From an optimization exercise on the open Yosys and OpenROAD flow, aimed at small area; shortcuts taken in it are not production practice. Where RTL was checked, it was by simulation tests only, not by an equivalence proof against the original. For runs 1 to 3, only the layout was checked, not whether the RTL still works. No activity file was given, so power comes from the tool's default toggle rates. The clock port is modelled as an ideal driver; clocking choices that lean on that would not hold on a real chip.

==> design.v <==
module mon_unit (
    input             clk,
    input             rst,
    input             cfg_we,
    input             cfg_enable,
    input             cfg_tel_en,
    input             cfg_lim_en,
    input      [63:0] cfg_origin,
    input      [31:0] cfg_width,
    input      [63:0] cfg_limit_lo,
    input      [63:0] cfg_limit_hi,
    input             s_valid,
    input      [63:0] s_value,
    input      [2:0]  s_flags,
    input             close,
    input             restart,
    input             step,
    input             tel_ack,
    input             evt_ack,
    input      [6:0]  rd_addr,
    output reg [31:0] rd_data,
    output            evt
);
    localparam NH = 34;            
    integer k;
    function lt_s64(input [63:0] a, input [63:0] b);
        reg c;
        integer i;
        begin
            c = 1'b1;
            for (i = 0; i < 63; i = i + 1)
                c = (a[i] & ~b[i]) | (c & (a[i] | ~b[i]));
            c = (~a[63] & b[63]) | (c & (~a[63] | b[63]));
            lt_s64 = ~c;
        end
    endfunction
    function ge_u32(input [31:0] x, input [31:0] w);
        reg c;
        integer i;
        begin
            c = 1'b1;
            for (i = 0; i < 32; i = i + 1)
                c = (x[i] & ~w[i]) | (c & (x[i] | ~w[i]));
            ge_u32 = c;
        end
    endfunction
    function [66:0] fadd(input [65:0] a, input [65:0] b, input cin);
        reg [65:0] g, p, G, P;
        reg [66:0] c;
        integer i, d, l;
        begin
            for (i = 0; i < 66; i = i + 1) begin
                g[i] = a[i] & b[i];
                p[i] = a[i] ^ b[i];
            end
            G = g;
            P = p;
            G[0] = g[0] | (p[0] & cin);
            for (d = 1; d < 66; d = d * 2)
                for (i = 0; i < 66; i = i + 1)
                    if ((i / d) % 2 == 1) begin
                        l = (i / d) * d - 1;
                        G[i] = G[i] | (P[i] & G[l]);
                        P[i] = P[i] & P[l];
                    end
            c[0] = cin;
            for (i = 0; i < 66; i = i + 1)
                c[i+1] = G[i];
            fadd = {c[66], p ^ c[65:0]};
        end
    endfunction
    function [32:0] div_step(input [32:0] x, input [31:0] wn);
        reg [66:0] r;
        reg q;
        begin
            r = fadd({33'd0, x}, {33'd0, 1'b1, wn}, 1'b1);
            q = r[33];
            div_step = {q, q ? r[31:0] : x[31:0]};
        end
    endfunction
    reg        enable, tel_en, lim_en;
    reg [63:0] origin, limit_lo, limit_hi;
    reg [31:0] width_n;            
    wire cfg_accept = cfg_we && (cfg_width != 32'd0) &&
                      !(cfg_lim_en && lt_s64(cfg_limit_hi, cfg_limit_lo));
    always @(posedge clk) begin
        if (rst)
            enable <= 1'b0;
        else if (cfg_accept)
            enable <= cfg_enable;
    end
    always @(posedge clk) begin
        if (!rst && cfg_accept) begin
            tel_en   <= cfg_tel_en;
            lim_en   <= cfg_lim_en;
            origin   <= cfg_origin;
            limit_lo <= cfg_limit_lo;
            limit_hi <= cfg_limit_hi;
            width_n  <= ~cfg_width;
        end
    end
    wire act      = enable && !cfg_we && !rst;
    wire smp      = act && s_valid;
    wire do_close = act && close;
    wire do_clear = act && (close || restart);
    wire do_step  = act && step;
    wire do_cfg   = !rst && cfg_accept;
    wire tel_ack_ev = !cfg_we && tel_ack;
    wire evt_ack_ev = !cfg_we && evt_ack;
    reg [63:0] acc_min, acc_max, acc_sum;
    reg [31:0] acc_count;
    reg        acc_nz;             
    reg [2:0]  acc_sflags;
    reg        acc_partial, acc_stepped, acc_count_sat, acc_sum_sat;
    wire first    = do_clear || !acc_nz;
    wire cnt_full = !first && (&acc_count);
    wire [63:0] b_sum = first ? 64'd0 : acc_sum;
    wire [66:0] sum_r = fadd({2'd0, b_sum}, {2'd0, s_value}, 1'b0);
    wire [63:0] sum_s = sum_r[63:0];
    wire        sum_ovf = (b_sum[63] == s_value[63]) && (sum_s[63] != b_sum[63]);
    wire [63:0] sum_next = sum_ovf ? {b_sum[63], {63{~b_sum[63]}}} : sum_s;
    reg [31:0] cnt_inc;
    reg        cc;
    always @* begin
        cc = 1'b1;
        for (k = 0; k < 32; k = k + 1) begin
            cnt_inc[k] = acc_count[k] ^ cc;
            cc         = acc_count[k] & cc;
        end
    end
    always @(posedge clk) begin
        if (smp) begin
            if (first || lt_s64(s_value, acc_min))
                acc_min <= s_value;
            if (first || lt_s64(acc_max, s_value))
                acc_max <= s_value;
            if (!cnt_full) begin
                acc_count <= first ? 32'd1 : cnt_inc;
                acc_sum   <= sum_next;
            end
        end
    end
    always @(posedge clk) begin
        if (rst || do_cfg) begin
            acc_nz        <= 1'b0;
            acc_sflags    <= 3'd0;
            acc_partial   <= !rst;
            acc_stepped   <= 1'b0;
            acc_count_sat <= 1'b0;
            acc_sum_sat   <= 1'b0;
        end else begin
            if (do_clear) begin
                acc_nz        <= 1'b0;
                acc_sflags    <= 3'd0;
                acc_partial   <= restart;
                acc_stepped   <= 1'b0;
                acc_count_sat <= 1'b0;
                acc_sum_sat   <= 1'b0;
            end
            if (do_step)
                acc_stepped <= 1'b1;
            if (smp) begin
                acc_nz     <= 1'b1;
                acc_sflags <= (do_clear ? 3'd0 : acc_sflags) | s_flags;
                if (cnt_full)
                    acc_count_sat <= 1'b1;
                else if (sum_ovf)
                    acc_sum_sat <= 1'b1;
            end
        end
    end
    reg [63:0] res_min, res_max, res_sum;
    reg [31:0] res_count;
    reg        res_nz;
    reg [7:0]  res_flags;
    reg [15:0] seq;
    reg        pending;
    reg [7:0]  skipped;
    wire skip_now = do_close && tel_en && pending;
    always @(posedge clk) begin
        if (do_close) begin
            res_min   <= acc_min;
            res_max   <= acc_max;
            res_sum   <= acc_sum;
            res_count <= acc_count;
        end
    end
    reg [15:0] seq_inc;
    reg        qc;
    always @* begin
        qc = 1'b1;
        for (k = 0; k < 16; k = k + 1) begin
            seq_inc[k] = seq[k] ^ qc;
            qc         = seq[k] & qc;
        end
    end
    reg [7:0] skp_inc;
    reg       kc;
    always @* begin
        kc = 1'b1;
        for (k = 0; k < 8; k = k + 1) begin
            skp_inc[k] = skipped[k] ^ kc;
            kc         = skipped[k] & kc;
        end
    end
    always @(posedge clk) begin
        if (rst || do_cfg) begin
            res_nz    <= 1'b0;
            res_flags <= 8'd0;
            seq       <= 16'd0;
            pending   <= 1'b0;
            skipped   <= 8'd0;
        end else begin
            if (do_close) begin
                res_nz    <= acc_nz;
                res_flags <= {skip_now, acc_sum_sat, acc_count_sat, acc_stepped,
                              acc_partial, acc_sflags};
                seq       <= seq_inc;
                pending   <= tel_en;
            end else if (tel_ack_ev)
                pending <= 1'b0;
            if (skip_now && !(&skipped))
                skipped <= skp_inc;
        end
    end
    reg evt_r;
    wire out_of_limits = lim_en && (lt_s64(s_value, limit_lo) || lt_s64(limit_hi, s_value));
    always @(posedge clk) begin
        if (rst)
            evt_r <= 1'b0;
        else if (smp && out_of_limits)
            evt_r <= 1'b1;
        else if (evt_ack_ev)
            evt_r <= 1'b0;
    end
    assign evt = evt_r;
    wire [66:0] diff_r = fadd({s_value[63], s_value[63], s_value},
                              ~{origin[63], origin[63], origin}, 1'b1);
    wire [64:0] diff   = diff_r[64:0];
    reg [36:0] h1_d;
    reg        h1_under, h1_high;
    reg        h1_smp, h1_clear, h1_close, h1_cfg;
    always @(posedge clk) begin
        h1_d     <= diff[36:0];
        h1_under <= diff[64];
        h1_high  <= (diff[63:37] != 27'd0);
    end
    always @(posedge clk) begin
        if (rst) begin
            h1_smp   <= 1'b0;
            h1_clear <= 1'b0;
            h1_close <= 1'b0;
            h1_cfg   <= 1'b0;
        end else begin
            h1_smp   <= smp;
            h1_clear <= do_clear;
            h1_close <= do_close;
            h1_cfg   <= do_cfg;
        end
    end
    wire        is_over = !h1_under && (h1_high || ge_u32(h1_d[36:5], ~width_n));
    wire [32:0] st4 = div_step(h1_d[36:4], width_n);
    wire [32:0] st3 = div_step({st4[31:0], h1_d[3]}, width_n);
    wire [32:0] st2 = div_step({st3[31:0], h1_d[2]}, width_n);
    wire [32:0] st1 = div_step({st2[31:0], h1_d[1]}, width_n);
    wire        q0  = st1[31] | ge_u32({st1[30:0], h1_d[0]}, ~width_n);
    reg [5:0]  h2_idx;
    reg        h2_smp, h2_clear, h2_close, h2_cfg;
    always @(posedge clk)
        h2_idx <= h1_under ? 6'd32 : is_over ? 6'd33 :
                  {1'b0, st4[32], st3[32], st2[32], st1[32], q0};
    always @(posedge clk) begin
        if (rst) begin
            h2_smp   <= 1'b0;
            h2_clear <= 1'b0;
            h2_close <= 1'b0;
            h2_cfg   <= 1'b0;
        end else begin
            h2_smp   <= h1_smp;
            h2_clear <= h1_clear;
            h2_close <= h1_close;
            h2_cfg   <= h1_cfg;
        end
    end
    wire [5:0]  h_idx = h2_idx;
    reg [15:0]   h_val [0:NH-1];
    reg [NH-1:0] h_ok;
    wire [5:0]  rd_h  = rd_addr[5] ? {1'b0, rd_addr[4:0]} : {5'b10000, rd_addr[3]};
    wire [5:0]  h_sel = h2_smp ? h_idx : rd_h;
    wire [15:0] h_cur = h_val[h_sel];
    wire        h_cok = h_ok[h_sel] && !h2_clear;
    reg [15:0] h_add;
    reg        hc;
    always @* begin
        hc = 1'b1;
        for (k = 0; k < 16; k = k + 1) begin
            h_add[k] = h_cur[k] ^ hc;
            hc       = h_cur[k] & hc;
        end
    end
    wire [15:0] h_inc = h_cok ? (h_add | {16{hc}}) : 16'd1;
    always @(posedge clk) begin
        for (k = 0; k < NH; k = k + 1)
            if (h2_smp && h_idx == k)
                h_val[k] <= h_inc;
    end
    reg [15:0]   res_h [0:NH-1];
    reg [NH-1:0] res_ok;
    always @(posedge clk) begin
        if (h2_close)
            for (k = 0; k < NH; k = k + 1)
                res_h[k] <= h_val[k];
    end
    always @(posedge clk) begin
        if (rst || h2_cfg) begin
            h_ok   <= {NH{1'b0}};
            res_ok <= {NH{1'b0}};
        end else begin
            if (h2_close)
                res_ok <= h_ok;
            if (h2_clear)
                h_ok <= {NH{1'b0}};
            for (k = 0; k < NH; k = k + 1)
                if (h2_smp && h_idx == k)
                    h_ok[k] <= 1'b1;
        end
    end
    wire [15:0] res_cur = res_h[rd_h];
    wire        bank    = rd_addr[6];
    wire [15:0] h_word  = bank ? (res_ok[rd_h] ? res_cur : 16'd0)
                               : (h_ok[rd_h]   ? h_cur   : 16'd0);
    wire        nz      = bank ? res_nz : acc_nz;
    wire [7:0]  live_flags = {1'b0, acc_sum_sat, acc_count_sat, acc_stepped,
                              acc_partial, acc_sflags};
    wire [31:0] stat_word  = {enable, 1'b0, skipped, 6'd0, seq};
    reg [31:0] val_word;
    always @* begin
        case ({bank, rd_addr[2:0]})
            4'h0: val_word = acc_min[31:0];
            4'h1: val_word = acc_min[63:32];
            4'h2: val_word = acc_max[31:0];
            4'h3: val_word = acc_max[63:32];
            4'h4: val_word = acc_sum[31:0];
            4'h5: val_word = acc_sum[63:32];
            4'h6: val_word = acc_count;
            4'h8: val_word = res_min[31:0];
            4'h9: val_word = res_min[63:32];
            4'hA: val_word = res_max[31:0];
            4'hB: val_word = res_max[63:32];
            4'hC: val_word = res_sum[31:0];
            4'hD: val_word = res_sum[63:32];
            4'hE: val_word = res_count;
            default: val_word = 32'd0;
        endcase
    end
    always @* begin
        if (rd_addr[5])
            rd_data = {16'd0, h_word};
        else if (rd_addr[4:3] == 2'b00 && rd_addr[2:0] != 3'd7)
            rd_data = nz ? val_word : 32'd0;
        else if (rd_addr[4:0] == 5'h07 || rd_addr[4:0] == 5'h08)
            rd_data = {16'd0, h_word};
        else if (rd_addr[4:0] == 5'h09)
            rd_data = {8'd0, bank ? res_flags : live_flags, seq};
        else if (rd_addr[4:0] == 5'h0A)
            rd_data = stat_word;
        else
            rd_data = 32'd0;
    end
endmodule
==> run.sh <==
#!/bin/bash
# synth_recipe.tcl (not shown) runs the flow's synth.tcl, then flattens the netlist and writes it again
# the make line also repeats each setting of config.mk as NAME=value (left out here)
make -C /OpenROAD-flow-scripts/flow DESIGN_CONFIG=/design/flow/config.mk WORK_HOME=/design/flow/orfs CLKGATE_MAP_FILE= SYNTH_SCRIPT=/design/flow/synth_recipe.tcl finish
==> config.mk <==
export PLATFORM = sky130hd
export DESIGN_NAME = mon_unit
export DESIGN_NICKNAME = mon_unit
export VERILOG_FILES = /design/flow/design.v
export SDC_FILE = /design/flow/constraint.sdc
export NUM_CORES = 4
export LEC_CHECK = 0
export CAP_MARGIN = 20
export CORE_MARGIN = 2
export CORE_UTILIZATION = 40
export SLEW_MARGIN = 20
==> constraint.sdc <==
create_clock -name core_clock -period 22.0 [get_ports {clk}]
set_input_delay 4.4000 -clock core_clock [delete_from_list [all_inputs] [get_ports {clk}]]
set_output_delay 4.4000 -clock core_clock [all_outputs]
set_load 0.01 [all_outputs]
==> flow_summary.yaml, run 1 <==
outcome:
  status: "no timing/DRC/antenna violations"
worst_setup_path:
  worst_path_largest_cell_delay_ns: 0.81
  crit_arrival_ns: 18.66
  rr_worst_depth: 74
  endpoint_kind: "register"
  crit_type: "register to register"
  r2r_start: "width_n[0]$_DFFE_PP_"
  worst_ep_required_time_ns: 22.74
  cpMostUsedCell: "o21a_1"
  cp_slowest_cell: "o31ai_1"
  crit_start: "width_n[0]$_DFFE_PP_"
  crit_path_start_kind: "register"
  cp_max_fo: 46
logic_synthesis:
  synth_common_cells: "edfxtp_1, nand2_1, nor2_1"
  ys_seq_elements: 1927
  synth_area_per_cell_sq_um: 13.0
  post-synth-top-area-cell: "edfxtp_1"
  syn-num-nets: 7503
  synth_top_area_share_pct: 59.5
  ys_async_sr_fraction_pct: 0
  synth-compound-area-share_pct: 15.5
  seq_area_frac_synth_pct: 63.2
  netlist_instances: 6848
  ys_top_cells_by_area: "edfxtp_1, ha_1, dfxtp_1"
  synth_flop_cell: "edfxtp_1"
  synth.area.mux_share_pct: 2.05
  synth_edf_count: 1763
  synth-simple-area-share_pct: 8.72
  synth_most_common_cell: "edfxtp_1"
  syn_area_sq_mm: 0.0890
  synth-xor-area-share_pct: 1.54
  synth_fa_ha_area_share_pct: 6.35
  ys_warn_count: 3
  synth_top_family_by_area: "compound AO/OA/AOI/OAI gates"
  synth_cell_types: 108
finish:
  nFillCells: 19700
  multi_input_area_sq_mm: 0.0310
  utilization_pct: 46.9
  seq_area_sq_mm: 0.0562
  area_delta_synth_final_pct: 16.7
  drive_gt1_share_pct: 10.0
  final_nets: 7972
pwr:
  seqPwrFrac_pct: 29.2
  switching_share_pct: 38.2
  p_int_uw: 8790
  combPwrFrac_pct: 46.3
  p_clk_share_pct: 24.5
  ir_drop_mv: 0.294
  powerDensity_mw_per_mm2: 137
  leakagePower_uw: 0.0363
  p_switching_uw: 5430
  design_power_total_uw: 14200
clock_network:
  clk_latency_ns: 0.90
  cts-root-buf: "clkbuf_16"
  cts_hold_buf: 0
  cts_resized: 0
  cts_tree: "built"
  clkTransAtPathRegs_ns: 0.07
  numCtsBuffers: 197
  cts-htree-levels: 4
  post_cts_buffers: 0
  cts_buffer_depth: 3
  cts_num_sinks: 1927
place:
  gp_congestion: 0.941
  io_buffers: 342
  dp.final_hpwl_um: 220000
min_path:
  hold_class: "register to register"
  hold_start: "h_val[24][7]$_DFFE_PP_"
  whs_path_depth: 0
floorplanning:
  coreArea_sq_mm: 0.222
  rows: 173
  ios: 343
  dieHeight_um: 476
  die_width_um: 476
  start_util_pct: 40.2
  die_area_sq_mm: 0.226
route:
  drtIter0Drc: 9706
  post_drt_wl_per_cell_um: 31.8
  wl_um: 333000
  drcViolationCount: 0
  firstDrtPassIters: 10
  viasPerCell: 6.26
  ant_nets: 0
  vias: 65600
grt:
  grt_use_total_pct: 28.8
  grtUsageMet3_pct: 7.02
  overflow: 0
  met1_usage_pct: 36.6
  grt_pass1_vias: 62600
  grt_max_degree: 148
  grt_pass1_wl_um: 461000
  grt_antenna_before_repair: 15
  busiest_layer: "met2"
  grtUsageMet2_pct: 45.0
timing:
  finalCriticalPeriod_ns: 17.92
  rsz0062_at_grt: "false"
  hold_violations: 0
  setup_violations: 0
  skew_ns: 0.0733
  fmax_ghz: 0.0558
  tns_ns: 0
  period_share_pct: 81.5
  worstMarginPinSlew_ns: 1.26
  max_slew_margin_pct: 16.1
  final-max-slew-violation-count: 0
run:
  maxCapViolCount: 0
[final timing paths]
| kind | endpoint | slack (ns) |
|---|---|---|
| worst max-delay path | h2_idx[0]$_SDFF_PP0_ | 4.08 |
| worst min-delay path | res_h[24][7]$_DFFE_PP_ | 0.39 |
| worst max register to register | h2_idx[0]$_SDFF_PP0_ | 4.08 |
| worst min register to register | res_h[24][7]$_DFFE_PP_ | 0.39 |
[layout by cell type, fill, tap and decap left out, types with 99 or more instances in the layout]
cell type / count
ha_1: 313
and3_1: 108
clkbuf_16: 201
a221oi_1: 268
nand2_1: 450
inv_1: 354
clkdlybuf4s50_1: 338
edfxtp_1: 1763
a22oi_1: 271
a22o_1: 169
nand2b_1: 99
buf_4: 168
o21ai_0: 181
nand3_1: 110
a21oi_1: 337
dfxtp_1: 162
nor2_1: 349
[per-layer routing]
layer | vias to the layer above | routed length [um]
met2 | 4331 | 150000
met5 | - | 41
met1 | 32500 | 123000
met4 | 6 | 21700
met3 | 886 | 38500
li1 | 27900 | -
[power by group through the flow]
stage	registers (uW)	logic (uW)	clock network [uW]
after detailed placement	4230	6460	0
after global routing	4160	7250	3630
final	4150	6580	3480
after global placement	4230	6330	0
after floorplan	4210	4990	0
after CTS	4150	6500	3490
[final cells by class]
type                    count  share of cell area [%]
clock buffers             259                    5.17
inverters                 385                    1.40
flip-flops and latches   1927                    54.1
diodes                     10                  0.0241
clock inverters           111                    1.27
repair buffers            513                    4.55
multi-input cells        4293                    29.9
well taps                2975                    3.58
[through the flow]
step / setup WS (ns) / hold slack [ns] / instance area, sq um / cells
final: 4.08 / 0.387 / 104000 / 10500
after global placement: 4.36 / 0.419 / 97100 / 10100
after global routing: 2.69 / 0.415 / 104000 / 10500
after floorplan: 3.65 / 0.414 / 89000 / 6848
after detailed placement: 4.18 / 0.427 / 97100 / 10100
after CTS: 4.12 / 0.391 / 104000 / 10500
[critical path: cells and delay by family (launching register included)]
kind / cells / cell delay, ns
AO/OA/AOI/OAI: 47 / 9.84
adder cells (fa/ha/maj): 9 / 3.22
AND/OR/NAND/NOR: 11 / 1.63
buffers and inverters: 4 / 1.29
multiplexers: 3 / 1.21
flip-flops: 1 / 0.47
[registers in the layout, indices dropped and copies added (netlist names), 64 cells and up]
register / count
acc_max: 64
acc_min: 64
acc_sum: 64
h_val: 544
limit_hi: 64
limit_lo: 64
origin: 64
res_h: 544
res_max: 64
res_min: 64
res_sum: 64
[logic make-up after synthesis]
family                     count (synthesis)
AOI/OAI and AO/OA                       1900
xor gates and xnor gates                 157
adders and majority gates                453
buffers and inverters                    628
DFF                                     1927
muxes                                    171
and+or+nand+nor                         1612
==> run 2: changes to the inputs <==
--- a/config.mk
+++ b/config.mk
@@ -7,5 +7,7 @@
 export LEC_CHECK = 0
 export CAP_MARGIN = 20
 export CORE_MARGIN = 2
-export CORE_UTILIZATION = 40
+export CORE_UTILIZATION = 55
+export CTS_BUF_LIST = sky130_fd_sc_hd__clkbuf_4 sky130_fd_sc_hd__clkbuf_8
+export PLACE_DENSITY = 0.7
 export SLEW_MARGIN = 20
==> run 2 against run 1 <==
Fmax down 2.7%. Sequential power about the same. Synthesized cell count unchanged. Critical endpoint unchanged. Largest power group unchanged.
==> flow_summary.yaml, run 2 <==
place:
  gp_congestion: 0.986
  place_ws_ns: 3.78
  dp.final_hpwl_um: 213000
  io_buffers: 342
floorplanning:
  die_width_um: 406
  rows: 147
  start_util_pct: 55.4
  dieHeight_um: 406
  die_area_sq_mm: 0.165
  ios: 343
  coreArea_sq_mm: 0.161
logic_synthesis:
  ys_top_cells_by_area: "edfxtp_1, ha_1, dfxtp_1"
  seq_area_frac_synth_pct: 63.2
  ys_warn_count: 3
  synth.area.mux_share_pct: 2.05
  synth_top_family_by_area: "compound AO/OA/AOI/OAI gates"
  synth-xor-area-share_pct: 1.54
  synth_most_common_cell: "edfxtp_1"
  synth_edf_count: 1763
  ys_async_sr_fraction_pct: 0
  synth-compound-area-share_pct: 15.5
  synth_common_cells: "edfxtp_1, nand2_1, nor2_1"
  synth_area_per_cell_sq_um: 13.0
  synth_top_area_share_pct: 59.5
  syn-num-nets: 7503
  netlist_instances: 6848
  post-synth-top-area-cell: "edfxtp_1"
  synth_fa_ha_area_share_pct: 6.35
  synth_flop_cell: "edfxtp_1"
  synth_cell_types: 108
  synth-simple-area-share_pct: 8.72
  syn_area_sq_mm: 0.0890
  ys_seq_elements: 1927
grt:
  grt_antenna_before_repair: 14
  grtUsageMet3_pct: 12.1
  busiest_layer: "met2"
  overflow: 0
  grt_use_total_pct: 38.8
  grt_pass1_vias: 64600
  grt_max_degree: 90
  grt_pass1_wl_um: 453000
  met1_usage_pct: 47.7
  grtUsageMet2_pct: 58.6
clock_network:
  cts-root-buf: "clkbuf_8"
  clk_latency_ns: 1.07
  cts_resized: 0
  cts_num_sinks: 1927
  clkTransAtPathRegs_ns: 0.06
  cts_hold_buf: 0
  post_cts_buffers: 0
  cts_tree: "built"
  cts_buffer_depth: 4
  cts-htree-levels: 5
  numCtsBuffers: 329
pwr:
  leakagePower_uw: 0.0366
  ir_drop_mv: 0.250
  powerDensity_mw_per_mm2: 135
worst_setup_path:
  crit_type: "register to register"
  worst_path_largest_cell_delay_ns: 0.84
  crit_start: "width_n[0]$_DFFE_PP_"
  rr_endpoint: "h2_idx[0]$_SDFF_PP0_"
  cp_slowest_cell: "a21o_1"
  endpoint_kind: "register"
  r2r_start: "width_n[0]$_DFFE_PP_"
  cpMostUsedCell: "o21a_1"
  r2r_setup_slack_ns: 3.57
  worst_ep_required_time_ns: 22.89
  crit_path_start_kind: "register"
  crit_arrival_ns: 19.31
  rr_worst_depth: 73
  cp_max_fo: 27
  cp-endpoint: "h2_idx[0]$_SDFF_PP0_"
timing:
  final-max-slew-violation-count: 0
  hold_ws_ns: 0.393
  hold_violations: 0
  skew_ns: 0.0944
  period_share_pct: 83.8
  tns_ns: 0
  setup_violations: 0
  fmax_ghz: 0.0543
  rsz0062_at_grt: "false"
  max_slew_margin_pct: 9.15
  worstMarginPinSlew_ns: 1.36
  finalCriticalPeriod_ns: 18.43
  finalWorstSetupSlack_ns: 3.57
route:
  ant_nets: 0
  drcViolationCount: 0
  wl_um: 324000
  firstDrtPassIters: 9
  post_drt_wl_per_cell_um: 32.7
  vias: 67300
  viasPerCell: 6.80
  drtIter0Drc: 10500
finish:
  final_nets: 8138
  drive_gt1_share_pct: 12.1
  area_delta_synth_final_pct: 15.1
  layout_common_cells: "edfxtp_1, nand2_1, nor2_1"
  reg.largest.list: "h_val: 544 flops, res_h: 544 flops"
  final_common_cell: "edfxtp_1"
outcome:
  status: "no timing/DRC/antenna violations"
min_path:
  hold_class: "register to register"
run:
  maxCapViolCount: 0
[run 2: kinds of logic (layout without fill, tap and decap cells)]
kind of cell | after synthesis | in the layout
flip-flops | 1927 | 1927
AO/OA/AOI/OAI | 1900 | 1900
AND/OR/NAND/NOR | 1612 | 1612
buffers and inverters | 628 | 1501
adder cells (fa/ha/maj) | 453 | 453
multiplexers | 171 | 171
XOR/XNOR | 157 | 157
other | 0 | 14
[run 2: how the worst min path moves through the flow]
stage / endpoint / slack [ns] / startpoint / depth (start not counted)
final: res_h[29][13]$_DFFE_PP_ / 0.39 / h_val[29][13]$_DFFE_PP_ / 0
after global routing: res_h[21][10]$_DFFE_PP_ / 0.40 / h_val[21][10]$_DFFE_PP_ / 0
after CTS: res_h[29][13]$_DFFE_PP_ / 0.40 / h_val[29][13]$_DFFE_PP_ / 0
after detailed placement: h2_close$_SDFF_PP0_ / 0.43 / h1_close$_SDFF_PP0_ / 1
after global placement: h2_close$_SDFF_PP0_ / 0.42 / h1_close$_SDFF_PP0_ / 1
after floorplan: h2_cfg$_SDFF_PP0_ / 0.41 / h1_cfg$_SDFF_PP0_ / 1
[run 2: power breakdown]
| part | internal [uW] | total [uW] | switching [uW] |
|---|---|---|---|
| sequential | 4080 | 4150 | 75.9 |
| combinational | 2750 | 6490 | 3730 |
| clock | 1710 | 3180 | 1460 |
[run 2: per-stage QoR]
step	area, sq um	power (uW)	util, %	instances
4_1_cts	102000	13800	63.8	9876
3_3_place_gp	96000	10500	59.8	9302
3_5_place_dp	96100	10600	59.8	9307
2_1_floorplan	89000	9200	-	6848
6_report	102000	13800	63.8	9895
5_1_grt	102000	14700	63.8	9884
[run 2: area by class of cell]
type / count / area (sq um)
diodes: 14 / 35.0
well taps: 2160 / 2700
inverters: 385 / 1450
fillers: 12100 / 58100
clock buffers: 442 / 5510
multi-input cells: 4293 / 30800
repair buffers: 547 / 5020
flip-flops and latches: 1927 / 56200
clock inverters: 127 / 783
[run 2: metal layers]
metal / vias to the layer above / share of wire, %
li1: 28200 / -
met3: 1343 / 14
met1: 32600 / 34
met5: - / 0.052
met4: 10 / 8.6
met2: 5148 / 44
[run 2: worst max-delay path: cells and delay by family (launching register included)]
family / cells / cell delay (ns)
mux: 3 / 1.25
fa+ha+maj: 9 / 2.97
simple gates: 11 / 1.61
buf+inv: 3 / 0.77
compound gates: 47 / 11.16
flops: 1 / 0.47
==> run 3: changes to the inputs <==
==> flow/run.sh (new file) <==
#!/bin/bash
# The standard layout (standard.sh, unchanged synthesis) with two changes:
# the port buffers are the smallest buffer cell, and the clock tree uses
# larger sink clusters and no dummy loads. make's output goes to make.log;
# each ORFS step keeps its own log under orfs/logs/.
set -euo pipefail
bash standard.sh \
  BUFFER_PORTS_ARGS="-buffer_cell sky130_fd_sc_hd__buf_1" \
  CTS_ARGS="-sink_clustering_enable -repair_clock_nets -dont_use_dummy_load -sink_clustering_size 30 -sink_clustering_max_diameter 150" \
  finish > make.log 2>&1
==> standard.sh (new file) <==
#!/bin/bash
# synth_recipe.tcl (not shown) runs the flow's synth.tcl, then flattens the netlist and writes it again
# the make line also repeats each setting of config.mk as NAME=value (left out here)
make -C /OpenROAD-flow-scripts/flow DESIGN_CONFIG=/design/flow/config.mk WORK_HOME=/design/flow/orfs CLKGATE_MAP_FILE= SYNTH_SCRIPT=/design/flow/synth_recipe.tcl "${@:-finish}"
--- a/config.mk
+++ b/config.mk
@@ -8,6 +8,5 @@
 export CAP_MARGIN = 20
 export CORE_MARGIN = 2
 export CORE_UTILIZATION = 55
-export CTS_BUF_LIST = sky130_fd_sc_hd__clkbuf_4 sky130_fd_sc_hd__clkbuf_8
 export PLACE_DENSITY = 0.7
 export SLEW_MARGIN = 20
removed: run.sh
==> run 3 against run 2 <==
Critical path depth is 2 higher. Non-clock buffer count is 24 lower. Critical path type unchanged. Register-to-register slack better by 0.07 ns. Sequential power hardly changed. Critical endpoint unchanged.
==> flow_summary.yaml, run 3 <==
place:
  gp_congestion: 0.942
  dp.final_hpwl_um: 206000
  dpl.cell_count: 9283
  io_buffers: 342
  postPlaceCellArea_sq_mm: 0.0939
clock_network:
  cts_resized: 0
  cts_num_sinks: 1927
  post_cts_buffers: 0
  cts_tree: "built"
  clkTransAtPathRegs_ns: 0.12
  cts_buffer_depth: 3
  clk_latency_ns: 0.79
  numCtsBuffers: 74
  cts-htree-levels: 3
  cts-root-buf: "clkbuf_16"
  cts_hold_buf: 0
logic_synthesis:
  synth_flop_cell: "edfxtp_1"
  synth_common_cells: "edfxtp_1, nand2_1, nor2_1"
  synth_area_per_cell_sq_um: 13.0
  post-synth-top-area-cell: "edfxtp_1"
  synth_cell_types: 108
  synth_edf_count: 1763
  seq_area_frac_synth_pct: 63.2
  synth_top_area_share_pct: 59.5
  ys_seq_elements: 1927
  syn-num-nets: 7503
  syn_area_sq_mm: 0.0890
  ys_top_cells_by_area: "edfxtp_1, ha_1, dfxtp_1"
  synth_most_common_cell: "edfxtp_1"
  ys_warn_count: 3
  ys_async_sr_fraction_pct: 0
  netlist_instances: 6848
finish:
  fin_cells: 9371
  nFillCells: 12600
  final_nets: 7859
  layout_common_cells: "edfxtp_1, nand2_1, nor2_1"
  drive_gt1_share_pct: 7.01
  fin_area_sq_mm: 0.0958
  final_common_cell: "edfxtp_1"
  seq_area_sq_mm: 0.0562
  reg.largest.list: "h_val: 544 flops, res_h: 544 flops"
  multi_input_area_sq_mm: 0.0308
  area_delta_synth_final_pct: 7.64
worst_setup_path:
  r2r_start: "width_n[0]$_DFFE_PP_"
  rr_endpoint: "h2_idx[0]$_SDFF_PP0_"
  crit_path_start_kind: "register"
  rr_worst_depth: 75
  crit_type: "register to register"
  critical_path_cell_count: 75
  worst_ep_required_time_ns: 22.64
  cpMostUsedCell: "o21a_1"
  r2r_setup_slack_ns: 3.65
  crit_start: "width_n[0]$_DFFE_PP_"
  crit_arrival_ns: 19.00
  worst-path-buf-inv: 6
  endpoint_kind: "register"
  worst_path_largest_cell_delay_ns: 0.58
  cp_slowest_cell: "a21boi_4"
  crit_family: "compound AO/OA/AOI/OAI gates"
  cp-endpoint: "h2_idx[0]$_SDFF_PP0_"
  cp_max_fo: 46
timing:
  fmax_ghz: 0.0545
  max_slew_margin_pct: 7.62
  setup_violations: 0
  final-max-slew-violation-count: 0
  period_share_pct: 83.4
  tns_ns: 0
  hold_violations: 0
  skew_ns: 0.0981
  finalCriticalPeriod_ns: 18.35
  rsz0062_at_grt: "false"
  worstMarginPinSlew_ns: 1.39
grt:
  grt_antenna_before_repair: 10
  met1_usage_pct: 46.5
  grt_pass1_vias: 61600
  overflow: 0
  busiest_layer: "met2"
  grtUsageMet2_pct: 57.1
  grtUsageMet3_pct: 9.70
  grt_max_degree: 181
  grt_use_total_pct: 37.1
  grt_pass1_wl_um: 434000
route:
  vias: 65700
  wl_um: 312000
  ant_nets: 0
  viasPerCell: 7.02
  post_drt_wl_per_cell_um: 33.3
  drcViolationCount: 0
  drtIter0Drc: 10700
  firstDrtPassIters: 7
pwr:
  ir_drop_mv: 0.301
  powerDensity_mw_per_mm2: 128
  design_power_total_uw: 12300
  leakagePower_uw: 0.0332
floorplanning:
  ios: 343
  rows: 147
  dieHeight_um: 406
  coreArea_sq_mm: 0.161
  die_width_um: 406
  start_util_pct: 55.4
  die_area_sq_mm: 0.165
outcome:
  status: "no timing/DRC/antenna violations"
min_path:
  hold_class: "register to register"
run:
  maxCapViolCount: 0
==> run 3: area by class of cell <==
type / instances / share of cell area [%]
inverter: 385 / 1.52
antenna: 9 / 0.0235
tap: 2160 / 2.82
multi-input combinational: 4293 / 32.2
timing repair buffer: 523 / 2.86
sequential: 1927 / 58.7
clock buffer: 74 / 1.93
==> run 3: cells by family after synthesis <==
| family | synth area share, % |
|---|---|
| AND/OR/NAND/NOR | 8.72 |
| AO/OA/AOI/OAI | 15.5 |
| buffers and inverters | 2.67 |
| adder cells (fa/ha/maj) | 6.35 |
| flip-flops | 63.2 |
| multiplexers | 2.05 |
| XOR/XNOR | 1.54 |
==> run 3: per-stage QoR <==
stage / worst slack [ns] / util (%) / hold slack, ns
after detailed placement: 4.02 / 58.4 / 0.422
final: 3.65 / 59.7 / 0.413
after global placement: 4.32 / 58.4 / 0.415
after global routing: 2.26 / 59.7 / 0.421
after floorplan: 3.65 / - / 0.414
after CTS: 3.91 / 59.6 / 0.412
==> run 3: how the worst min path moves through the flow <==
stage,cells past startpoint,startpoint,end
2_1_floorplan,1,h1_cfg$_SDFF_PP0_,h2_cfg$_SDFF_PP0_
3_3_place_gp,1,h1_close$_SDFF_PP0_,h2_close$_SDFF_PP0_
3_5_place_dp,1,h1_close$_SDFF_PP0_,h2_close$_SDFF_PP0_
4_1_cts,0,h_val[17][3]$_DFFE_PP_,res_h[17][3]$_DFFE_PP_
5_1_grt,0,h_val[1][9]$_DFFE_PP_,res_h[1][9]$_DFFE_PP_
6_report,0,h_val[25][3]$_DFFE_PP_,res_h[25][3]$_DFFE_PP_
==> run 3: routing by layer <==
layer	wire length (um)	part of all wire (%)
met4	26400	8.4
met1	107000	34
met2	137000	44
met5	50	0.016
met3	41300	13
==> run 3: power by group <==
group	switching (uW)	internal, uW	total [uW]
Clock	1090	611	1700
Combinational	3720	2710	6430
Sequential	73.2	4070	4140
Total	4880	7390	12300
==> run 4: changes to the inputs <==
--- a/design.v
+++ b/design.v
@@ -69,6 +69,19 @@
             fadd = {c[66], p ^ c[65:0]};
         end
     endfunction
+    function [66:0] radd(input [65:0] a, input [65:0] b, input cin);
+        reg c;
+        reg [65:0] sm;
+        integer i;
+        begin
+            c = cin;
+            for (i = 0; i < 66; i = i + 1) begin
+                sm[i] = a[i] ^ b[i] ^ c;
+                c     = (a[i] & b[i]) | (c & (a[i] ^ b[i]));
+            end
+            radd = {c, sm};
+        end
+    endfunction
     function [32:0] div_step(input [32:0] x, input [31:0] wn);
         reg [66:0] r;
         reg q;
@@ -115,8 +128,9 @@
     wire first    = do_clear || !acc_nz;
     wire cnt_full = !first && (&acc_count);
     wire [63:0] b_sum = first ? 64'd0 : acc_sum;
-    wire [66:0] sum_r = fadd({2'd0, b_sum}, {2'd0, s_value}, 1'b0);
-    wire [63:0] sum_s = sum_r[63:0];
+    wire [66:0] sum_l = radd({56'd0, b_sum[9:0]}, {56'd0, s_value[9:0]}, 1'b0);
+    wire [66:0] sum_h = fadd({12'd0, b_sum[63:10]}, {12'd0, s_value[63:10]}, sum_l[10]);
+    wire [63:0] sum_s = {sum_h[53:0], sum_l[9:0]};
     wire        sum_ovf = (b_sum[63] == s_value[63]) && (sum_s[63] != b_sum[63]);
     wire [63:0] sum_next = sum_ovf ? {b_sum[63], {63{~b_sum[63]}}} : sum_s;
     reg [31:0] cnt_inc;
@@ -234,9 +248,10 @@
             evt_r <= 1'b0;
     end
     assign evt = evt_r;
-    wire [66:0] diff_r = fadd({s_value[63], s_value[63], s_value},
-                              ~{origin[63], origin[63], origin}, 1'b1);
-    wire [64:0] diff   = diff_r[64:0];
+    wire [66:0] diff_l = radd({50'd0, s_value[15:0]}, {50'd0, ~origin[15:0]}, 1'b1);
+    wire [66:0] diff_h = fadd({{18{s_value[63]}}, s_value[63:16]},
+                              ~{{18{origin[63]}}, origin[63:16]}, diff_l[16]);
+    wire [64:0] diff   = {diff_h[48:0], diff_l[15:0]};
     reg [36:0] h1_d;
     reg        h1_under, h1_high;
     reg        h1_smp, h1_clear, h1_close, h1_cfg;
--- a/config.mk
+++ b/config.mk
@@ -7,6 +7,5 @@
 export LEC_CHECK = 0
 export CAP_MARGIN = 20
 export CORE_MARGIN = 2
-export CORE_UTILIZATION = 55
-export PLACE_DENSITY = 0.7
+export CORE_UTILIZATION = 40
 export SLEW_MARGIN = 20
==> run 4 against run 3 <==
Clock skew grew 0.0072 ns. Critical endpoint is now acc_sum[15]$_DFFE_PP_. Largest power group unchanged. Highest routed layer unchanged. Total power shrank 11%. Synthesized cell count shrank 2.1%. Die area grew 36%. Combinational power shrank 21%.
==> flow_summary.yaml, run 4 <==
timing:
  rsz0062_at_grt: "false"
  final-max-slew-violation-count: 0
  tns_ns: 0
  setup_violations: 0
  hold_violations: 0
  hold_ws_ns: 0.409
  worstMarginPinSlew_ns: 1.31
  max_slew_margin_pct: 12.4
  skew_ns: 0.105
  period_share_pct: 82.3
  fmax_ghz: 0.0553
  finalCriticalPeriod_ns: 18.10
logic_synthesis:
  synth_common_cells: "edfxtp_1, nand2_1, inv_1"
  ys_seq_elements: 1927
  syn_area_sq_mm: 0.0882
  syn-num-nets: 7359
  netlist_instances: 6704
  synth_flop_cell: "edfxtp_1"
  post-synth-top-area-cell: "edfxtp_1"
  synth_top_area_share_pct: 60.1
  synth_most_common_cell: "edfxtp_1"
  ys_top_cells_by_area: "edfxtp_1, ha_1, dfxtp_1"
  synth_area_per_cell_sq_um: 13.1
  synth_edf_count: 1763
  seq_area_frac_synth_pct: 63.8
  synth_cell_types: 85
  ys_warn_count: 3
  ys_async_sr_fraction_pct: 0
floorplanning:
  dieHeight_um: 473
  die_area_sq_mm: 0.224
  ios: 343
  coreArea_sq_mm: 0.219
  rows: 172
  start_util_pct: 40.2
  die_width_um: 473
clock_network:
  cts_num_sinks: 1927
  post_cts_buffers: 0
  cts-root-buf: "clkbuf_16"
  cts-htree-levels: 3
  cts_resized: 0
  cts_buffer_depth: 3
  clkTransAtPathRegs_ns: 0.11
  cts_hold_buf: 0
  cts_tree: "built"
  numCtsBuffers: 74
  clk_latency_ns: 0.82
grt:
  grt_pass1_vias: 59900
  grt_use_total_pct: 27.7
  grt_max_degree: 168
  overflow: 0
  grt_antenna_before_repair: 20
  grt_pass1_wl_um: 444000
route:
  drtIter0Drc: 9614
  viasPerCell: 6.37
  wl_um: 320000
  drcViolationCount: 0
  post_drt_wl_per_cell_um: 32.2
  ant_nets: 0
  vias: 63300
  firstDrtPassIters: 9
pwr:
  design_power_total_uw: 10900
  ir_drop_mv: 0.340
  powerDensity_mw_per_mm2: 114
  leakagePower_uw: 0.0328
finish:
  reg.largest.list: "h_val: 544 flops, res_h: 544 flops"
  area_delta_synth_final_pct: 8.86
  layout_common_cells: "edfxtp_1, nand2_1, a22oi_1"
  nFillCells: 19800
  final_common_cell: "edfxtp_1"
  final_nets: 7710
  drive_gt1_share_pct: 7.12
worst_setup_path:
  crit_type: "input pin to register"
  cp_max_fo: 56
  crit_arrival_ns: 18.51
  cp_slowest_cell: "and3_2"
  worst_path_largest_cell_delay_ns: 1.03
  cpMostUsedCell: "fa_1"
  worst_ep_required_time_ns: 22.41
  crit_path_start_kind: "input pin"
  endpoint_kind: "register"
min_path:
  hold_class: "register to register"
place:
  gp_congestion: 0.951
  io_buffers: 342
  dp.final_hpwl_um: 212000
run:
  maxCapViolCount: 0
outcome:
  status: "no timing/DRC/antenna violations"
run 4: changes by cell type in the layout (fill, tap and decap cells not counted), sizes merged, moves of 20 or more:
cell | previous run | this run
a21o | 69 | 49
a21oi | 341 | 296
a221oi | 268 | 205
a22oi | 271 | 365
a31oi | 64 | 25
fa | 32 | 58
ha | 313 | 287
mux2 | 88 | 60
mux2i | 83 | 107
nand4 | 93 | 122
nor2 | 428 | 373
o21ai | 217 | 266
run 4: kinds of logic after synthesis:
logic type | Yosys count | share of synthesized area [%]
compound gates | 1796 | 14.6
xor+xnor | 144 | 1.43
fa+ha+maj | 467 | 6.79
simple gates | 1573 | 8.71
buf+inv | 628 | 2.68
mux | 169 | 2.03
flops | 1927 | 63.8
run 4: power breakdown:
group          total, uW  leakage, uW  internal, uW  switching, uW
combinational       5100       0.0145          2190           2910
sequential          4120       0.0174          4050           67.4
clock               1720     0.000912           611           1110
total              10900       0.0328          6860           4080
run 4: critical path: cells and delay by family:
kind,cells,cell delay [ns]
adders and majority gates,12,4.28
and+or+nand+nor,4,2.22
AOI/OAI and AO/OA,27,6.88
buffers and inverters,5,0.68
run 4: routing by layer:
layer  wire length, um  GRT usage (%)
met1            120000           35.6
met2            144000           43.4
met3             35500           6.51
met5               334              0
met4             20800           15.1
run 4: area by class of cell:
| cell class | instances | area [sq um] | area share, % |
|---|---|---|---|
| well taps | 2871 | 3590 | 3.74 |
| repair buffers | 514 | 2650 | 2.77 |
| inverters | 389 | 1470 | 1.53 |
| flip-flops and latches | 1927 | 56200 | 58.6 |
| diodes | 9 | 22.5 | 0.0235 |
| clock buffers | 74 | 1850 | 1.93 |
| multi-input cells | 4149 | 30100 | 31.4 |
run 4: metrics by stage:
step / setup slack [ns] / area [sq um] / std cells / util, %
floorplan: 2.31 / 88200 / 6704 / -
global placement: 3.70 / 94000 / 9845 / 42.9
detailed placement: 3.24 / 94000 / 9845 / 42.9
CTS: 4.10 / 95800 / 9919 / 43.7
global route: 2.59 / 95900 / 9926 / 43.8
finish: 3.90 / 96000 / 9933 / 43.8
run 4: path summary, 6_finish.rpt:
path	from	end	slack (ns)	depth (start not counted)
worst min register to register	h_val[24][3]$_DFFE_PP_	res_h[24][3]$_DFFE_PP_	0.41	0
worst min-delay path	h_val[24][3]$_DFFE_PP_	res_h[24][3]$_DFFE_PP_	0.41	0
worst max register to register	width_n[2]$_DFFE_PP_	h2_idx[0]$_SDFF_PP0_	4.10	67
worst max-delay path	rst	acc_sum[15]$_DFFE_PP_	3.90	48
==> run 5: changes to the inputs <==
==> flow/run.sh (replaced) <==
#!/bin/bash
# The standard layout (standard.sh, unchanged synthesis) with these changes:
# the port buffers are the smallest buffer cell; the clock tree uses larger
# sink clusters and no dummy loads; after global routing, cells
# off the critical paths are downsized (power recovery, any footprint).
# make's output goes to make.log; each ORFS step keeps its own log under
# orfs/logs/.
set -euo pipefail
bash standard.sh \
  BUFFER_PORTS_ARGS="-buffer_cell sky130_fd_sc_hd__buf_1" \
  CTS_ARGS="-sink_clustering_enable -repair_clock_nets -dont_use_dummy_load -sink_clustering_size 20 -sink_clustering_max_diameter 100" \
  RECOVER_POWER=100 MATCH_CELL_FOOTPRINT=0 \
  finish > make.log 2>&1
==> run 5 against run 4 <==
Now fails the layout checks on max-capacitance violations, max-slew violations. Fmax is 8.9% lower. Routed wire length up 0.35%. Sequential share of layout area decreased by 0.25 points. Cell area rose by 0.42%. Sequential cell count is the same. Sequential power hardly changed. First-iteration DRC count increased by 2.7%. Core utilization is 0.18 points higher. Total power up 2.8%. Critical path type unchanged. Highest routed layer unchanged.
==> flow_summary.yaml, run 5 <==
floorplanning:
  ios: 343
  start_util_pct: 40.2
  coreArea_sq_mm: 0.219
  die_area_sq_mm: 0.224
  die_width_um: 473
  dieHeight_um: 473
  rows: 172
worst_setup_path:
  cpMostUsedCell: "fa_1"
  worst_ep_required_time_ns: 22.40
  crit_type: "input pin to register"
  cp_slowest_cell: "or3_1"
  rr_endpoint: "h2_idx[0]$_SDFF_PP0_"
  endpoint_kind: "register"
  crit_path_start_kind: "input pin"
  worst_path_largest_cell_delay_ns: 1.50
  r2r_start: "width_n[2]$_DFFE_PP_"
  r2r_setup_slack_ns: 3.43
  crit_arrival_ns: 20.27
  crit_start: "rst"
  rr_worst_depth: 65
  cp_max_fo: 55
logic_synthesis:
  synth_top_area_share_pct: 60.1
  ys_seq_elements: 1927
  synth_cell_types: 85
  synth_edf_count: 1763
  ys_warn_count: 3
  syn_area_sq_mm: 0.0882
  synth_flop_cell: "edfxtp_1"
  netlist_instances: 6704
  syn-num-nets: 7359
  synth_most_common_cell: "edfxtp_1"
  post-synth-top-area-cell: "edfxtp_1"
  seq_area_frac_synth_pct: 63.8
  ys_top_cells_by_area: "edfxtp_1, ha_1, dfxtp_1"
  synth_common_cells: "edfxtp_1, nand2_1, inv_1"
  synth_area_per_cell_sq_um: 13.1
  ys_async_sr_fraction_pct: 0
timing:
  final-max-slew-violation-count: 2175
  setup_violations: 0
  fmax_ghz: 0.0503
  finalWorstSetupSlack_ns: 2.13
  hold_ws_ns: 0.383
  max_slew_margin_pct: -522
  tns_ns: 0
  worstMarginPinSlew_ns: 9.33
  hold_violations: 0
  finalCriticalPeriod_ns: 19.87
  period_share_pct: 90.3
  rsz0062_at_grt: "false"
  skew_ns: 0.134
finish:
  fin_area_sq_mm: 0.0964
  drive_gt1_share_pct: 5.76
  area_delta_synth_final_pct: 9.32
  reg.largest.list: "h_val: 544 flops, res_h: 544 flops"
  layout_common_cells: "edfxtp_1, nand2_1, inv_1"
  final_common_cell: "edfxtp_1"
  final_nets: 7743
grt:
  grt_max_degree: 168
  grt_antenna_before_repair: 19
  overflow: 0
  grt_pass1_wl_um: 446000
  grt_pass1_vias: 60200
  grt_use_total_pct: 27.9
clock_network:
  cts_num_sinks: 1927
  cts-htree-levels: 3
  post_cts_buffers: 0
  cts-root-buf: "clkbuf_16"
  cts_tree: "built"
  cts_resized: 0
  clk_latency_ns: 0.85
  cts_buffer_depth: 3
  clkTransAtPathRegs_ns: 0.09
  cts_hold_buf: 0
  numCtsBuffers: 108
min_path:
  hold-path-endpoint: "res_h[32][11]$_DFFE_PP_"
  hold_start: "h_val[32][11]$_DFFE_PP_"
  hold_class: "register to register"
  whs_path_depth: 0
place:
  dp.final_hpwl_um: 212000
  place_ws_ns: 3.24
  postPlaceCellArea_sq_mm: 0.0940
  io_buffers: 342
  gp_congestion: 0.951
outcome:
  status: "complete, but fails checks"
  check.faults: "max-capacitance violations, max-slew violations"
route:
  drcViolationCount: 0
  drtIter0Drc: 9870
  vias: 63700
  viasPerCell: 6.39
  firstDrtPassIters: 8
  ant_nets: 0
  post_drt_wl_per_cell_um: 32.2
  wl_um: 321000
pwr:
  ir_drop_mv: 0.338
  powerDensity_mw_per_mm2: 117
  leakagePower_uw: 0.0330
run:
  maxCapViolCount: 64
[run 5: cell types whose count changed in the layout (fill, tap and decap cells not counted), moves of 10 or more]
cell / previous run / this run
buf_1: 339 / 287
inv_1: 360 / 377
o21a_1: 44 / 54
inv_2: 17 / 0
clkbuf_16: 74 / 108
clkbuf_1: 0 / 131
nor2_1: 286 / 299
nor2_2: 50 / 37
buf_4: 165 / 92
[run 5: through the flow]
stage / total power (uW) / utilization, % / cells
after floorplan: 8140 / - / 6704
after global placement: 9070 / 42.9 / 9845
after detailed placement: 9240 / 42.9 / 9845
after CTS: 11200 / 44.1 / 9953
after global routing: 12000 / 43.9 / 9958
final: 11200 / 43.9 / 9969
[run 5: final cells by class]
cell class	count	area, sq um
fill	19800	123000
multi-input combinational	4149	30100
inverter	389	1460
clock buffer	108	2700
antenna	12	30.0
tap	2871	3590
timing repair buffer	513	2300
sequential	1927	56200
[run 5: worst max-delay path, delay by kind of cell]
kind	cells	cell delay, ns
AND/OR/NAND/NOR	4	3.04
AO/OA/AOI/OAI	27	7.16
adder cells (fa/ha/maj)	12	4.28
buffers and inverters	5	1.34
[run 5: cells by family (layout without fill, tap and decap cells)]
group	count (synthesis)	after routing	synth area share, %
fa+ha+maj	467	467	6.79
simple gates	1573	1573	8.71
buf+inv	628	1010	2.68
flops	1927	1927	63.8
compound gates	1796	1796	14.6
mux	169	169	2.03
other cells	0	12	0
xor+xnor	144	144	1.43
[run 5: worst max path at each step]
stage / endpoint / slack, ns
4_1_cts: acc_sum[28]$_DFFE_PP_ / 4.13
3_3_place_gp: acc_sum[46]$_DFFE_PP_ / 3.70
5_1_grt: acc_sum[28]$_DFFE_PP_ / 1.30
3_5_place_dp: acc_sum[22]$_DFFE_PP_ / 3.24
6_report: acc_sum[24]$_DFFE_PP_ / 2.13
2_1_floorplan: lim_en$_DFFE_PP_ / 2.31
[run 5: power breakdown]
| part | switching [uW] | leakage [uW] | internal (uW) | total, uW |
|---|---|---|---|---|
| Combinational | 2900 | 0.0142 | 2190 | 5090 |
| Sequential | 67.2 | 0.0174 | 4060 | 4120 |
| Clock | 1170 | 0.00133 | 868 | 2030 |
[run 5: per-layer routing]
layer	routed length (um)	global-route usage, %
met5	62	0
met4	19800	14.6
met3	36200	6.50
met2	144000	43.8
met1	121000	35.8
==> run 6: changes to the inputs <==
--- a/design.v
+++ b/design.v
@@ -128,9 +128,9 @@
     wire first    = do_clear || !acc_nz;
     wire cnt_full = !first && (&acc_count);
     wire [63:0] b_sum = first ? 64'd0 : acc_sum;
-    wire [66:0] sum_l = radd({56'd0, b_sum[9:0]}, {56'd0, s_value[9:0]}, 1'b0);
-    wire [66:0] sum_h = fadd({12'd0, b_sum[63:10]}, {12'd0, s_value[63:10]}, sum_l[10]);
-    wire [63:0] sum_s = {sum_h[53:0], sum_l[9:0]};
+    wire [66:0] sum_l = radd({52'd0, b_sum[13:0]}, {52'd0, s_value[13:0]}, 1'b0);
+    wire [66:0] sum_h = fadd({16'd0, b_sum[63:14]}, {16'd0, s_value[63:14]}, sum_l[14]);
+    wire [63:0] sum_s = {sum_h[49:0], sum_l[13:0]};
     wire        sum_ovf = (b_sum[63] == s_value[63]) && (sum_s[63] != b_sum[63]);
     wire [63:0] sum_next = sum_ovf ? {b_sum[63], {63{~b_sum[63]}}} : sum_s;
     reg [31:0] cnt_inc;
@@ -248,10 +248,10 @@
             evt_r <= 1'b0;
     end
     assign evt = evt_r;
-    wire [66:0] diff_l = radd({50'd0, s_value[15:0]}, {50'd0, ~origin[15:0]}, 1'b1);
-    wire [66:0] diff_h = fadd({{18{s_value[63]}}, s_value[63:16]},
-                              ~{{18{origin[63]}}, origin[63:16]}, diff_l[16]);
-    wire [64:0] diff   = {diff_h[48:0], diff_l[15:0]};
+    wire [66:0] diff_l = radd({44'd0, s_value[21:0]}, {44'd0, ~origin[21:0]}, 1'b1);
+    wire [66:0] diff_h = fadd({{24{s_value[63]}}, s_value[63:22]},
+                              ~{{24{origin[63]}}, origin[63:22]}, diff_l[22]);
+    wire [64:0] diff   = {diff_h[42:0], diff_l[21:0]};
     reg [36:0] h1_d;
     reg        h1_under, h1_high;
     reg        h1_smp, h1_clear, h1_close, h1_cfg;
@@ -261,17 +261,10 @@
         h1_high  <= (diff[63:37] != 27'd0);
     end
     always @(posedge clk) begin
-        if (rst) begin
-            h1_smp   <= 1'b0;
-            h1_clear <= 1'b0;
-            h1_close <= 1'b0;
-            h1_cfg   <= 1'b0;
-        end else begin
-            h1_smp   <= smp;
-            h1_clear <= do_clear;
-            h1_close <= do_close;
-            h1_cfg   <= do_cfg;
-        end
+        h1_smp   <= smp;
+        h1_clear <= do_clear;
+        h1_close <= do_close;
+        h1_cfg   <= do_cfg;
     end
     wire        is_over = !h1_under && (h1_high || ge_u32(h1_d[36:5], ~width_n));
     wire [32:0] st4 = div_step(h1_d[36:4], width_n);
==> flow/run.sh (replaced) <==
#!/bin/bash
# The standard layout (standard.sh, unchanged synthesis) with two changes:
# the port buffers are the smallest buffer cell, and the clock tree uses
# larger sink clusters and no dummy loads. make's output goes to make.log;
# each ORFS step keeps its own log under orfs/logs/.
set -euo pipefail
bash standard.sh \
  BUFFER_PORTS_ARGS="-buffer_cell sky130_fd_sc_hd__buf_1" \
  CTS_ARGS="-sink_clustering_enable -repair_clock_nets -dont_use_dummy_load -sink_clustering_size 30 -sink_clustering_max_diameter 150" \
  finish > make.log 2>&1
==> run 6 against run 5 <==
The run now finishes clean. Synthesized cell count shrank 0.57%. Sequential power about the same. Clock skew fell by 0.014 ns. Core utilization is 0.27 points lower. Fmax shrank 0.81%. Worst setup slack got worse by 0.16 ns. Non-clock buffer count is 11 lower. Die area is 0.34% lower. Worst hold slack improved by 0.029 ns. Largest cell class unchanged. Highest routed layer unchanged.
==> flow_summary.yaml, run 6 <==
outcome:
  status: "no timing/DRC/antenna violations"
route:
  vias: 63400
  firstDrtPassIters: 11
  viasPerCell: 6.41
  post_drt_wl_per_cell_um: 33.3
  drtIter0Drc: 9590
  ant_nets: 0
  drcViolationCount: 0
  wl_um: 329000
min_path:
  whs_path_depth: 0
  hold_class: "register to register"
  hold-path-endpoint: "res_h[10][8]$_DFFE_PP_"
  hold_start: "h_val[10][8]$_DFFE_PP_"
logic_synthesis:
  synth_top_area_share_pct: 60.3
  syn-num-nets: 7321
  post-synth-top-area-cell: "edfxtp_1"
  synth_common_cells: "edfxtp_1, nand2_1, nor2_1"
  synth_most_common_cell: "edfxtp_1"
  ys_warn_count: 3
  synth_flop_cell: "edfxtp_1"
  synth_edf_count: 1763
  synth_area_per_cell_sq_um: 13.2
  seq_area_frac_synth_pct: 64.0
  ys_async_sr_fraction_pct: 0
  synth_cell_types: 97
  ys_seq_elements: 1927
  netlist_instances: 6666
  syn_area_sq_mm: 0.0878
  ys_top_cells_by_area: "edfxtp_1, ha_1, dfxtp_1"
timing:
  setup_violations: 0
  final-max-slew-violation-count: 0
  worstMarginPinSlew_ns: 1.33
  max_slew_margin_pct: 11.4
  period_share_pct: 91.1
  fmax_ghz: 0.0499
  hold_violations: 0
  rsz0062_at_grt: "false"
  skew_ns: 0.121
  finalCriticalPeriod_ns: 20.03
  tns_ns: 0
worst_setup_path:
  rr_endpoint: "h2_idx[0]$_SDFF_PP0_"
  endpoint_kind: "register"
  crit_arrival_ns: 20.64
  crit_type: "input pin to register"
  r2r_start: "width_n[2]$_DFFE_PP_"
  r2r_setup_slack_ns: 3.34
  cpMostUsedCell: "fa_1"
  rr_worst_depth: 63
  cp_slowest_cell: "a21boi_0"
  crit_start: "s_value[0]"
  worst_path_largest_cell_delay_ns: 0.62
  cp_max_fo: 8
  crit_path_start_kind: "input pin"
  worst_ep_required_time_ns: 22.61
pwr:
  p_int_uw: 7170
  design_power_total_uw: 12000
  seqPwrFrac_pct: 34.6
  combPwrFrac_pct: 50.9
  p_clk_share_pct: 14.5
  p_switching_uw: 4830
  powerDensity_mw_per_mm2: 125
  ir_drop_mv: 0.307
  switching_share_pct: 40.3
  leakagePower_uw: 0.0327
floorplanning:
  rows: 172
  start_util_pct: 40.1
  ios: 343
  coreArea_sq_mm: 0.219
  die_area_sq_mm: 0.223
  dieHeight_um: 473
  die_width_um: 473
clock_network:
  cts_resized: 0
  clkTransAtPathRegs_ns: 0.12
  post_cts_buffers: 0
  cts_buffer_depth: 3
  cts-root-buf: "clkbuf_16"
  cts_hold_buf: 0
  numCtsBuffers: 75
  cts_num_sinks: 1927
  cts-htree-levels: 3
  clk_latency_ns: 0.82
  cts_tree: "built"
place:
  dp.final_hpwl_um: 216000
  gp_congestion: 0.925
  io_buffers: 342
finish:
  utilization_pct: 43.7
  layout_common_cells: "edfxtp_1, nand2_1, a22oi_1"
  drive_gt1_share_pct: 7.29
  reg.largest.list: "h_val: 544 flops, res_h: 544 flops"
  final_common_cell: "edfxtp_1"
  area_delta_synth_final_pct: 8.92
  final_nets: 7664
grt:
  grt_antenna_before_repair: 22
  overflow: 0
  grt_use_total_pct: 28.7
  grt_pass1_wl_um: 456000
  grt_pass1_vias: 60500
  grt_max_degree: 184
run:
  maxCapViolCount: 0
==> run 6: cell types whose count changed in the layout (fill, tap and decap cells not counted), sizes merged, moves of 21 or more <==
cell	previous run	this run
a21oi	296	323
clkbuf	240	78
a31oi	25	51
buf	381	499
mux2i	107	83
o21ai	266	239
a221oi	205	184
nor2	373	406
==> run 6: cell type report <==
class / count / area, sq um
inverters: 373 / 1410
multi-input cells: 4130 / 30000
clock buffers: 75 / 1880
flip-flops and latches: 1927 / 56200
repair buffers: 502 / 2570
fillers: 20000 / 123000
diodes: 13 / 32.5
well taps: 2871 / 3590
==> run 6: worst max-delay path by stage <==
| stage | to | slack, ns |
|---|---|---|
| after floorplan | h1_cfg$_DFF_P_ | 2.29 |
| after global placement | h1_high$_DFF_P_ | 1.40 |
| after detailed placement | h1_high$_DFF_P_ | 1.34 |
| after CTS | h1_high$_DFF_P_ | 2.09 |
| after global routing | h1_high$_DFF_P_ | 1.25 |
| final | h1_high$_DFF_P_ | 1.97 |
==> run 6: routing by layer <==
layer | vias up | GRT usage (%) | share of wire [%]
met1 | 31800 | 35.7 | 36
met3 | 894 | 5.87 | 11
met2 | 4148 | 46.5 | 46
li1 | 26600 | - | -
met4 | 18 | 16.5 | 6.8
met5 | - | 0 | 0.032
==> run 6: critical path, delay by kind of cell <==
family / cells / cell delay (ns)
buffers and inverters: 3 / 0.49
AO/OA/AOI/OAI: 22 / 4.36
AND/OR/NAND/NOR: 8 / 1.58
adder cells (fa/ha/maj): 25 / 9.79
==> run 6: cells by family (layout without fill, tap and decap cells) <==
family | after synthesis | after routing | synth area share (%)
simple gates | 1610 | 1610 | 8.91
other cells | 0 | 13 | 0
mux | 147 | 147 | 1.87
buf+inv | 609 | 950 | 2.62
flops | 1927 | 1927 | 64.0
xor+xnor | 141 | 141 | 1.41
fa+ha+maj | 452 | 452 | 6.73
compound gates | 1780 | 1780 | 14.5
==> run 6: power groups by stage <==
stage	clock network (uW)	registers [uW]	logic, uW
5_1_grt	1850	4160	6810
3_5_place_dp	0	4240	6000
2_1_floorplan	0	4210	4640
4_1_cts	1740	4150	6040
6_report	1740	4150	6110
3_3_place_gp	0	4230	5740
==> run 6: through the flow <==
stage / instances / instance area [sq um] / hold slack (ns) / setup slack (ns)
floorplan: 6666 / 87800 / 0.414 / 2.29
global placement: 9798 / 93600 / 0.429 / 1.40
detailed placement: 9800 / 93700 / 0.430 / 1.34
CTS: 9875 / 95600 / 0.420 / 2.09
global route: 9880 / 95700 / 0.446 / 1.25
finish: 9891 / 95700 / 0.411 / 1.97
==> run 7: changes to the inputs <==
--- a/design.v
+++ b/design.v
@@ -295,8 +295,12 @@
     reg [NH-1:0] h_ok;
     wire [5:0]  rd_h  = rd_addr[5] ? {1'b0, rd_addr[4:0]} : {5'b10000, rd_addr[3]};
     wire [5:0]  h_sel = h2_smp ? h_idx : rd_h;
-    wire [15:0] h_cur = h_val[h_sel];
-    wire        h_cok = h_ok[h_sel] && !h2_clear;
+    reg  [15:0] h_cur;
+    always @* begin
+        h_cur = 16'd0;
+        for (k = 0; k < NH; k = k + 1)
+            h_cur = h_cur | ({16{h_sel == k && h_ok[k] && !h2_clear}} & h_val[k]);
+    end
     reg [15:0] h_add;
     reg        hc;
     always @* begin
@@ -306,7 +310,7 @@
             hc       = h_cur[k] & hc;
         end
     end
-    wire [15:0] h_inc = h_cok ? (h_add | {16{hc}}) : 16'd1;
+    wire [15:0] h_inc = h_add | {16{hc}};
     always @(posedge clk) begin
         for (k = 0; k < NH; k = k + 1)
             if (h2_smp && h_idx == k)
@@ -333,10 +337,14 @@
                     h_ok[k] <= 1'b1;
         end
     end
-    wire [15:0] res_cur = res_h[rd_h];
+    reg  [15:0] res_cur;
+    always @* begin
+        res_cur = 16'd0;
+        for (k = 0; k < NH; k = k + 1)
+            res_cur = res_cur | ({16{rd_h == k && res_ok[k]}} & res_h[k]);
+    end
     wire        bank    = rd_addr[6];
-    wire [15:0] h_word  = bank ? (res_ok[rd_h] ? res_cur : 16'd0)
-                               : (h_ok[rd_h]   ? h_cur   : 16'd0);
+    wire [15:0] h_word  = bank ? res_cur : h_cur;
     wire        nz      = bank ? res_nz : acc_nz;
     wire [7:0]  live_flags = {1'b0, acc_sum_sat, acc_count_sat, acc_stepped,
                               acc_partial, acc_sflags};
--- a/flow/run.sh
+++ b/flow/run.sh
@@ -6,5 +6,5 @@
 set -euo pipefail
 bash standard.sh \
   BUFFER_PORTS_ARGS="-buffer_cell sky130_fd_sc_hd__buf_1" \
-  CTS_ARGS="-sink_clustering_enable -repair_clock_nets -dont_use_dummy_load -sink_clustering_size 30 -sink_clustering_max_diameter 150" \
+  CTS_ARGS="-sink_clustering_enable -repair_clock_nets -dont_use_dummy_load -sink_clustering_size 30 -sink_clustering_max_diameter 130" \
   finish > make.log 2>&1
==> run 7 against run 6 <==
Still clean. Register-to-register slack gained 1.6 ns. Synthesized cell count shrank 1.6%. Sequential cell count is the same. Routed wire length shrank 1.8%. Critical path depth shrank 4. Worst setup slack gained 1.0 ns. Cell count shrank 2.1%. Sequential power shrank 1%. Worst hold slack lost 0.015 ns. First-iteration DRC count shrank 1.6%. Largest cell class unchanged. Largest power group unchanged.
==> flow_summary.yaml, run 7 <==
outcome:
  status: "no timing/DRC/antenna violations"
logic_synthesis:
  synth_most_common_cell: "edfxtp_1"
  ys_warn_count: 3
  synth_flop_cell: "edfxtp_1"
  seq_area_frac_synth_pct: 64.1
  synth_common_cells: "edfxtp_1, inv_1, a22oi_1"
  synth_cell_types: 102
  syn-num-nets: 7217
  post-synth-top-area-cell: "edfxtp_1"
  synth_area_per_cell_sq_um: 13.4
  syn_area_sq_mm: 0.0877
  synth_top_area_share_pct: 60.4
grt:
  grt_pass1_vias: 59100
  grt_pass1_wl_um: 445000
  grt_antenna_before_repair: 13
  grt_max_degree: 182
clock_network:
  cts_num_sinks: 1927
  cts_tree: "built"
  cts_buffer_depth: 3
  cts_hold_buf: 0
  clk_latency_ns: 0.79
  clkTransAtPathRegs_ns: 0.12
finish:
  area_delta_synth_final_pct: 7.92
  reg.largest.list: "h_val: 544 flops, res_h: 544 flops"
  final_common_cell: "edfxtp_1"
timing:
  fmax_ghz: 0.0527
  rsz0062_at_grt: "false"
  hold_violations: 0
  worstMarginPinSlew_ns: 1.22
  final-max-slew-violation-count: 0
  finalCriticalPeriod_ns: 18.99
  tns_ns: 0
  hold_ws_ns: 0.396
worst_setup_path:
  cp_max_fo: 8
  crit_path_start_kind: "input pin"
  endpoint_kind: "register"
  cpMostUsedCell: "fa_1"
  cp_slowest_cell: "or4_1"
route:
  viasPerCell: 6.42
  ant_nets: 0
  wl_um: 323000
floorplanning:
  die_area_sq_mm: 0.223
  die_width_um: 472
  start_util_pct: 40.3
  rows: 171
pwr:
  powerDensity_mw_per_mm2: 118
place:
  dp.final_hpwl_um: 206000
  io_buffers: 342
run:
  maxCapViolCount: 0
run 7: cell types whose count changed in the layout (fill, tap and decap cells not counted), moves of 33 or more:
cell / delta
o21ai_0: -34
a22oi_1: -67
nand4_1: -48
buf_4: -33
and3_2: +52
nor2_4: -45
a22o_1: +76
a221oi_1: +87
a21oi_1: -41
a222oi_1: -45
nand2_1: -130
nor2_1: -40
run 7: worst paths after layout:
path,from,endpoint,slack (ns),cells after the start
hold reg to reg,h_val[4][9]$_DFFE_PP_,res_h[4][9]$_DFFE_PP_,0.40,0
setup / recovery,s_value[0],h1_high$_DFF_P_,3.01,54
setup reg to reg,width_n[0]$_DFFE_PP_,h2_idx[0]$_SDFF_PP0_,4.90,62
hold / removal,h_val[4][9]$_DFFE_PP_,res_h[4][9]$_DFFE_PP_,0.40,0
run 7: critical path: cells and delay by family:
family	cells	cell delay (ns)
compound gates	21	3.96
xor+xnor	1	0.12
fa+ha+maj	25	9.45
buf+inv	2	0.43
simple gates	5	1.25
run 7: logic make-up after synthesis:
| family | Yosys count | synth area share [%] |
|---|---|---|
| AOI/OAI and AO/OA | 1857 | 15.5 |
| buffers and inverters | 685 | 2.95 |
| DFF | 1927 | 64.1 |
| xor gates and xnor gates | 115 | 1.15 |
| and+or+nand+nor | 1432 | 8.38 |
| adders and majority gates | 448 | 6.69 |
| muxes | 98 | 1.18 |
run 7: cell type report:
| type | count | area [sq um] |
|---|---|---|
| clock buffer | 75 | 1880 |
| timing repair buffer | 465 | 2250 |
| antenna | 11 | 27.5 |
| fill | 19600 | 123000 |
| tap | 2854 | 3570 |
| sequential | 1927 | 56200 |
| inverter | 397 | 1500 |
| multi-input combinational | 3950 | 29200 |
run 7: layer usage:
layer / part of all wire, % / vias to the layer above / global-route usage [%] / routed length [um]
li1: - / 26200 / - / -
met1: 37 / 31100 / 35.3 / 118000
met2: 45 / 4071 / 44.1 / 145000
met3: 12 / 817 / 7.28 / 38600
met4: 6.7 / 4 / 16.2 / 21600
met5: 0.0084 / - / 0 / 27
run 7: through the flow:
step | power, uW | util [%] | instances | setup WS [ns] | area [sq um]
finish | 11200 | 43.5 | 9679 | 3.01 | 94600
global route | 11900 | 43.5 | 9672 | 2.22 | 94600
CTS | 11100 | 43.4 | 9666 | 2.96 | 94500
detailed placement | 9470 | 42.6 | 9591 | 2.18 | 92600
global placement | 9340 | 42.6 | 9591 | 2.29 | 92600
floorplan | 8360 | - | 6562 | 3.42 | 87700
run 7: power breakdown:
| group | switching (uW) | total (uW) | internal, uW |
|---|---|---|---|
| sequential | 82.5 | 4110 | 4030 |
| combinational | 3070 | 5320 | 2250 |
| clock | 1100 | 1720 | 619 |

Check on run 7: ideal ports give 3.012 ns setup slack; a clkbuf_16 on the clock port and buf_2 on the inputs give 3.084 ns; moving port delays by the midpoint clock arrival (0.834 ns) as well gives 2.250 ns.
